This is an optimization exercise on Yosys and OpenROAD, whose aim is small area, a short achievable clock period and few clock cycles per item, not a production implementation. Only simulation tests tie the RTL to the original design; equivalence was not proved. Power is estimated from default activity; no workload was simulated.

## flow/design.v (module list and top-level ports; edited modules follow where they fit)
// module fpu32_fa: 4 lines
// module fpu32_ha: 4 lines
// module fpu32_hai: 4 lines
// module olx_fpu32: 3253 lines
module olx_fpu32 (
    input  wire        clk,
    input  wire        rst,
    input  wire        in_valid,
    output wire        in_ready,
    input  wire [3:0]  in_op,
    input  wire [31:0] in_a,
    input  wire [31:0] in_b,
    input  wire [31:0] in_c,
    output reg         out_valid,
    output reg  [31:0] out_result
);
  // ...
==> flow/run.sh <==
#!/bin/bash
# synth_recipe.tcl (not shown) runs the flow's synth.tcl, then flattens the netlist and writes it again
# the make line also repeats each setting of config.mk as NAME=value (left out here)
make -C /OpenROAD-flow-scripts/flow DESIGN_CONFIG=/design/flow/config.mk WORK_HOME=/design/flow/orfs CLKGATE_MAP_FILE= SYNTH_SCRIPT=/design/flow/synth_recipe.tcl finish
==> flow/config.mk <==
export PLATFORM = sky130hd
export DESIGN_NAME = olx_fpu32
export DESIGN_NICKNAME = olx_fpu32
export VERILOG_FILES = /design/flow/design.v
export SDC_FILE = /design/flow/constraint.sdc
export NUM_CORES = 4
export LEC_CHECK = 0
export CAP_MARGIN = 20
export CORE_MARGIN = 2
export CORE_UTILIZATION = 65
export PLACE_DENSITY = 0.75
export SLEW_MARGIN = 20
export SYNTH_HIERARCHICAL = 1
==> flow/constraint.sdc <==
create_clock -name core_clock -period 32.0 [get_ports {clk}]
set_input_delay 6.4000 -clock core_clock [delete_from_list [all_inputs] [get_ports {clk}]]
set_output_delay 6.4000 -clock core_clock [all_outputs]
set_load 0.01 [all_outputs]
==> flow_summary.rst, run 1 <==
.. list-table::
   :header-rows: 1

   * - Metric
     - Value
   * - Run status
     - complete, no violations
   * - Power density relative to cell area
     - 127 nW/um2
   * - Last weighted congestion value of the routability-driven placer
     - 1.08
   * - Effective utilization at floorplan
     - 65.9%
   * - Wl on met1
     - 56.9 mm
   * - Kind of cell with the highest combined delay on the critical path
     - buffers and inverters
   * - Leakage Power
     - 18.7 nW
   * - Beginning of the critical path
     - out_result[31]$_DFF_P_
   * - Avg Cell Area, Syn
     - 8.55 um2
   * - Top FF cell, synth
     - dfxtp_1
   * - Final Instance Area
     - 47000 um2
   * - ANT cells
     - 6
   * - Clk Latency, worst-skew pair
     - 630 ps
   * - Largest registers in the final layout
     - s1 (77), x2 (77), k1 (47)
   * - TritonCTS clock tree
     - done
   * - Max Transition Viols Final
     - 0
   * - Top cells by area, synth
     - fa_1 (26%), dfxtp_1 (20%), nand2_1 (8.0%), ha_1 (5.4%), inv_1 (3.2%)
   * - Number of buffers other than clock buffers in the final layout
     - 216
   * - Clock tree root driver cell
     - clkbuf_16
   * - Proportion of power drawn by combinational gates
     - 73.3%
   * - Global Route Usage Sum
     - 46.0%
   * - Cell area after placement
     - 45300 um2
   * - Multi-input gate share of the layout cell area
     - 68.1%
   * - Full die area
     - 69000 um2
   * - HP Class
     - flop to flop
   * - Setup violations, final
     - 0
   * - Reg2Reg Launch Point
     - b0[23]$_SDFF_PP1_
   * - Area fraction in compound gates after synthesis
     - 16.7%
   * - Fill cells
     - 5181
   * - Number of distinct standard cells referenced by the synthesized netlist
     - 100
   * - Met3 layer wire length in the routed design
     - 23.8 mm
   * - Critical path fanouts, max
     - 1
   * - Final HPWL DP
     - 117 mm
   * - Residual DRC
     - 0
   * - Cell type taking the most area
     - multi-input gates
   * - Gate count after technology mapping
     - 5084
   * - Number of clock sinks
     - 440
   * - Most common library cell in the layout ignoring fill and taps
     - nand2_1
   * - Worst Path Class, Setup
     - flop to primary output
   * - Final Hold Fails
     - 0
   * - Area share of the leading cell type in the synthesized netlist
     - 25.7%
   * - Antenna violations before repair
     - 18
   * - Relative slew margins
     - 13.9%
Testbench counts, summed over its fixed seeds: cycles 80,016, items 80,000.
==> run 2: changes to the inputs <==
==> flow/flow/run.sh (new file) <==
#!/bin/bash
# Standard layout (the standard.sh, all steps), with the port buffers that
# ORFS inserts during placement made of buf_2 cells instead of the default.
set -e
export BUFFER_PORTS_ARGS="-buffer_cell sky130_fd_sc_hd__buf_2"
bash standard.sh > standard_flow.log 2>&1
==> flow/standard.sh (new file) <==
#!/bin/bash
# synth_recipe.tcl (not shown) runs the flow's synth.tcl, then flattens the netlist and writes it again
# the make line also repeats each setting of config.mk as NAME=value (left out here)
make -C /OpenROAD-flow-scripts/flow DESIGN_CONFIG=/design/flow/config.mk WORK_HOME=/design/flow/orfs CLKGATE_MAP_FILE= SYNTH_SCRIPT=/design/flow/synth_recipe.tcl "${@:-finish}"
removed: flow/run.sh
==> flow_summary.rst, run 2 <==
.. list-table::
   :header-rows: 1

   * - Metric
     - Value
   * - Post-synthesis net count
     - 5932 (unchanged)
   * - Average detailed-routed wire length per instance
     - 27.3 um (about the same)
   * - Total negative setup slack
     - 0 ps (unchanged)
   * - Clock slew at reported path FFs
     - 60 ps (about the same)
   * - Routed length on met2
     - 68.9 mm (was 69.0 mm)
   * - Cell Count Post-Placement
     - 5823 (was 5824)
   * - Switching power total
     - 3.17 mW (was 3.26 mW)
   * - Unrepaired setup endpoints after global routing
     - false (unchanged)
   * - Die W
     - 263 um (unchanged)
   * - Number of synthesized register bits
     - 440 (unchanged)
   * - Critical path fanouts, max
     - 29 (was 1)
   * - Cell area after placement
     - 44600 um2 (was 45300 um2)
   * - Highest-count cells in the layout ignoring fill and taps
     - nand2_1 (930), fa_1 (559), dfxtp_1 (418) (was nand2_1 (930), fa_1 (559), dfxtp_1 (416))
   * - Final HPWL DP
     - 117 mm (about the same)
   * - Min Tclk post-route
     - 7800 ps (was 7860 ps)
   * - Vias in the first global route
     - 40200 (was 40300)
   * - F_max
     - 0.128 GHz (was 0.127 GHz)
   * - Number of iterations in the first detailed-routing pass
     - 8 (was 10)
   * - Effective utilization at floorplan
     - 65.9% (unchanged)
   * - Pin count of the biggest net entering global routing
     - 97 (was 87)
   * - Maximum cell stage delay along the critical path
     - 870 ps (was 560 ps)
   * - Wl on met1
     - 57.6 mm (was 56.9 mm)
   * - Residual DRC
     - 0 (unchanged)
   * - Power density relative to cell area
     - 126 nW/um2 (was 127 nW/um2)
   * - Number of synthesized flops with an enable pin
     - 0 (unchanged)
   * - Avg Cell Area, Syn
     - 8.55 um2 (unchanged)
   * - P&R area growth vs syn
     - 6.56% (was 8.12%)
   * - Part of the total power dissipated in sequential elements
     - 17.1% (was 16.8%)
   * - Most common library cells after synthesis
     - nand2_1 (930), fa_1 (559), dfxtp_1 (440), inv_1 (370), clkbuf_1 (297) (unchanged)
   * - Final Hold Fails
     - 0 (unchanged)
   * - Post-Route Hold Slack
     - 326 ps (was 295 ps)
   * - Setup violations, final
     - 0 (unchanged)
   * - Transition time at the pin with the least slew margin
     - 1190 ps (was 1290 ps)
   * - Required time of the worst setup path
     - 32480 ps (was 25600 ps)
   * - H-tree level count
     - 2 (unchanged)
   * - Run status
     - complete, no violations (unchanged)
   * - Routed via count divided by cell count
     - 6.90 (about the same)
   * - Maximum number of buffers from clock root to sink
     - 3 (unchanged)
   * - Util after Layout
     - 70.2% (was 71.3%)
   * - Most area-hungry cell type in the Yosys netlist
     - fa_1 (unchanged)
   * - Area share of the leading cell type in the synthesized netlist
     - 25.7% (unchanged)
   * - Core ar.
     - 66000 um2 (unchanged)
   * - Largest registers in the final layout
     - s1 (77), x2 (77), k1 (47) (unchanged)
   * - Fraction of final layout cells sized beyond drive strength 1
     - 8.39% (was 5.86%)
   * - Top FF cell, synth
     - dfxtp_1 (unchanged)
   * - Full die area
     - 69000 um2 (unchanged)
   * - Proportion of power drawn by combinational gates
     - 72.7% (was 73.3%)
   * - Element type at the critical path end
     - flop (was primary output)
   * - Max Transition Viols Final
     - 0 (unchanged)
   * - Routed Antenna Nets
     - 0 (unchanged)
   * - Violation count after the first detailed-route iteration
     - 5846 (was 6222)
   * - Leakage Power
     - 18.7 nW (about the same)
   * - Most used cell along the critical path
     - fa_1
   * - Maxcap violations
     - 0 (unchanged)
   * - HP Class
     - flop to flop (unchanged)
   * - Worst Path Class, Setup
     - flop to flop (was flop to primary output)
   * - Final Instance Area
     - 46300 um2 (was 47000 um2)
   * - Post-CTS Setup Bufs
     - 0 (unchanged)
   * - Non-filler instance count after layout
     - 5923 (was 5918)
   * - Die Y
     - 263 um (unchanged)
   * - Slowest stage cell on the critical path
     - nand2_1 (was clkdlybuf4s50_1)
   * - Most common library cell in the layout ignoring fill and taps
     - nand2_1 (unchanged)
   * - Met3 layer wire length in the routed design
     - 22.7 mm (was 23.8 mm)
   * - Critical Path AT
     - 8280 ps (was 1460 ps)
   * - Number of clock sinks
     - 440 (unchanged)
   * - Relative slew margins
     - 19.6% (was 13.9%)
   * - Overflow left after global routing
     - 0 (unchanged)
   * - Count of pins on the block boundary
     - 137 (unchanged)
   * - Skew final
     - 43.0 ps (was 46.2 ps)
   * - Number of buffer cells added on primary ports
     - 135 (unchanged)
   * - WL final
     - 162 mm (about the same)
   * - Count leader, synth
     - nand2_1 (unchanged)
   * - Synth async-reset ratio
     - 0% (unchanged)
   * - Fill cells
     - 5261 (was 5181)
   * - Top cells by area, synth
     - fa_1 (26%), dfxtp_1 (20%), nand2_1 (8.0%), ha_1 (5.4%), inv_1 (3.2%) (unchanged)
   * - Clk Latency, worst-skew pair
     - 640 ps (was 630 ps)
   * - Number of buffers inserted during clock tree synthesis
     - 47 (was 49)
   * - Number of core rows
     - 94 (unchanged)
   * - Seq/Total Area, Yosys
     - 20.3% (unchanged)
   * - Max rail drop VDD
     - 95.5 uV (was 119 uV)
   * - Layout Nets
     - 5856 (was 5859)
   * - Gate count after technology mapping
     - 5084 (unchanged)
   * - Kind of start point of the critical path
     - flop (unchanged)
   * - Fraction of power spent switching nets
     - 54.2% (was 54.5%)
   * - TritonCTS clock tree
     - done (unchanged)
   * - Internal Power
     - 2.68 mW (was 2.72 mW)
   * - Yosys warns
     - 7 (unchanged)
   * - CTS Hold Buffers Added
     - 0 (unchanged)
   * - Via count
     - 40900 (was 40800)
   * - Last weighted congestion value of the routability-driven placer
     - 1.08 (about the same)
   * - Number of distinct standard cells referenced by the synthesized netlist
     - 100 (unchanged)
   * - Clock tree root driver cell
     - clkbuf_16 (unchanged)
   * - Global Route Usage Sum
     - 46.2% (was 46.0%)
   * - First-pass GRT wire length
     - 242 mm (about the same)
   * - Critical path, cell by cell
     - inv_1 > ha_1 > fa_1 > inv_1 > fa_1 > fa_1 > a21o_1 > a21oi_1 > o21ai_0 > and2_1 > o22ai_1 > a32oi_1 > nand2_1 > o21ai_0 > o22ai_1 > mux2_2 > nand2_1 > a31oi_1 > xnor2_1 > fa_1 (was clkdlybuf4s50_1)
   * - Cell Area, Synth
     - 43500 um2 (unchanged)
   * - Highest metal used
     - met5 (unchanged)
   * - Number of cells upsized or downsized after cts
     - 0 (unchanged)
   * - Antenna violations before repair
     - 21 (was 18)
   * - Tcrit/Tclk final
     - 24.4% (was 24.6%)
   * - Part of the total power dissipated in the clock network
     - 10.2% (was 10.0%)
[run 2: cell count changes in the layout (fill, tap and decap cells not counted), sizes merged, moves of 5 or more]
cell / delta
clkinvlp: +5
diode: +10
clkinv: -9
buf: +134
clkdlybuf4s50: -135
[run 2: worst max-delay path, delay by kind of cell, from the launching register on]
| kind | cells | cell delay (ps) |
|---|---|---|
| buffers and inverters | 2 | 150 |
| multiplexers | 1 | 300 |
| flip-flops | 1 | 470 |
| AO/OA/AOI/OAI | 8 | 3090 |
| XOR/XNOR | 1 | 230 |
| AND/OR/NAND/NOR | 3 | 1160 |
| adder cells (fa/ha/maj) | 5 | 2250 |
[run 2: per-module statistics from Yosys, one instance, submodules excluded]
module | cells | flip-flops and latches
fpu32_hai | 5 | 0
fpu32_fa | 1 | 0
olx_fpu32 | 4440 | 440
[run 2: cell families (layout without fill, tap and decap cells)]
| logic type | Yosys count | count (layout) | share of synthesized area [%] |
|---|---|---|---|
| multiplexers | 163 | 163 | 3.90 |
| flip-flops | 440 | 440 | 20.3 |
| buffers and inverters | 712 | 671 | 6.21 |
| adder cells (fa/ha/maj) | 745 | 745 | 31.1 |
| AO/OA/AOI/OAI | 1098 | 1098 | 16.7 |
| other | 1 | 17 | 0.00862 |
| XOR/XNOR | 190 | 190 | 3.83 |
| AND/OR/NAND/NOR | 1735 | 1735 | 18.1 |
[run 2: final cells by class]
cell class,count,area [um2],area share [%]
multi-input combinational,3932,32000,69.1
tap,864,1080,2.33
clock inverter,24,362,0.780
sequential,440,8840,19.1
antenna,16,40.0,0.0864
clock buffer,60,1320,2.84
inverter,372,1400,3.01
timing repair buffer,215,1280,2.75
[run 2: stage by stage]
step           worst slack, ps  power [mW]
3_3_place_gp             23840        4.99
3_5_place_dp             23810        5.03
6_report                 24200        5.86
2_1_floorplan            23900        3.39
4_1_cts                  24440        5.63
5_1_grt                  23970        6.11
[run 2: worst paths after layout]
check | start | end | slack [ps] | depth (start not counted)
max | b0[23]$_SDFF_PP1_ | s1[22]$_DFF_P_ | 24200 | 20
min | es1[5]$_DFF_P_ | es2[5]$_DFF_P_ | 330 | 0
max reg2reg | b0[23]$_SDFF_PP1_ | s1[22]$_DFF_P_ | 24200 | 20
min reg2reg | es1[5]$_DFF_P_ | es2[5]$_DFF_P_ | 330 | 0
[run 2: metal layers]
layer	global-route usage (%)	vias up
met1	57.9	19500
met4	29.3	8
met2	68.8	3313
li1	-	17200
met3	15.3	843
met5	0.554	-
[run 2: power by group through the flow]
stage               combinational, mW  sequential, mW  clock (mW)
floorplan                        2.48           0.906           0
global placement                 4.00           0.990           0
detailed placement               4.03           0.995           0
CTS                              4.05           0.985       0.601
global route                     4.48            1.01       0.620
finish                           4.26           0.999       0.598

-- what the ideal ports hide --
In the flow no input, the clock included, has a driving cell. The finished layouts below were timed again as built, in two steps.
Step 1 assumes that a clkbuf_16 drives the clock port and a buf_2 every other input.
Step 2 times the ports against the registers' clock, not the clock port: input delays grow and output delays shrink by t, the midpoint of the rising clock arrivals with the driver on.
a / b / c = ideal ports / drivers / drivers and shift; a / b = the first two.
run	t (ns)	setup WS [ns]	worst hold slack (ns)	worst setup path after step 2	pins driven straight from the clock port
run 1	0.673	24.136 / 24.066 / 23.737	0.295 / 0.295 / 0.295	input to register	1
run 2	0.682	24.198 / 24.198 / 24.092	0.326 / 0.326 / 0.326	input to register	1
After both steps every run listed still meets setup and hold. The setup slack of run 1, which loses most, moves by -0.070 ns with the drivers and by -0.399 ns with both steps.
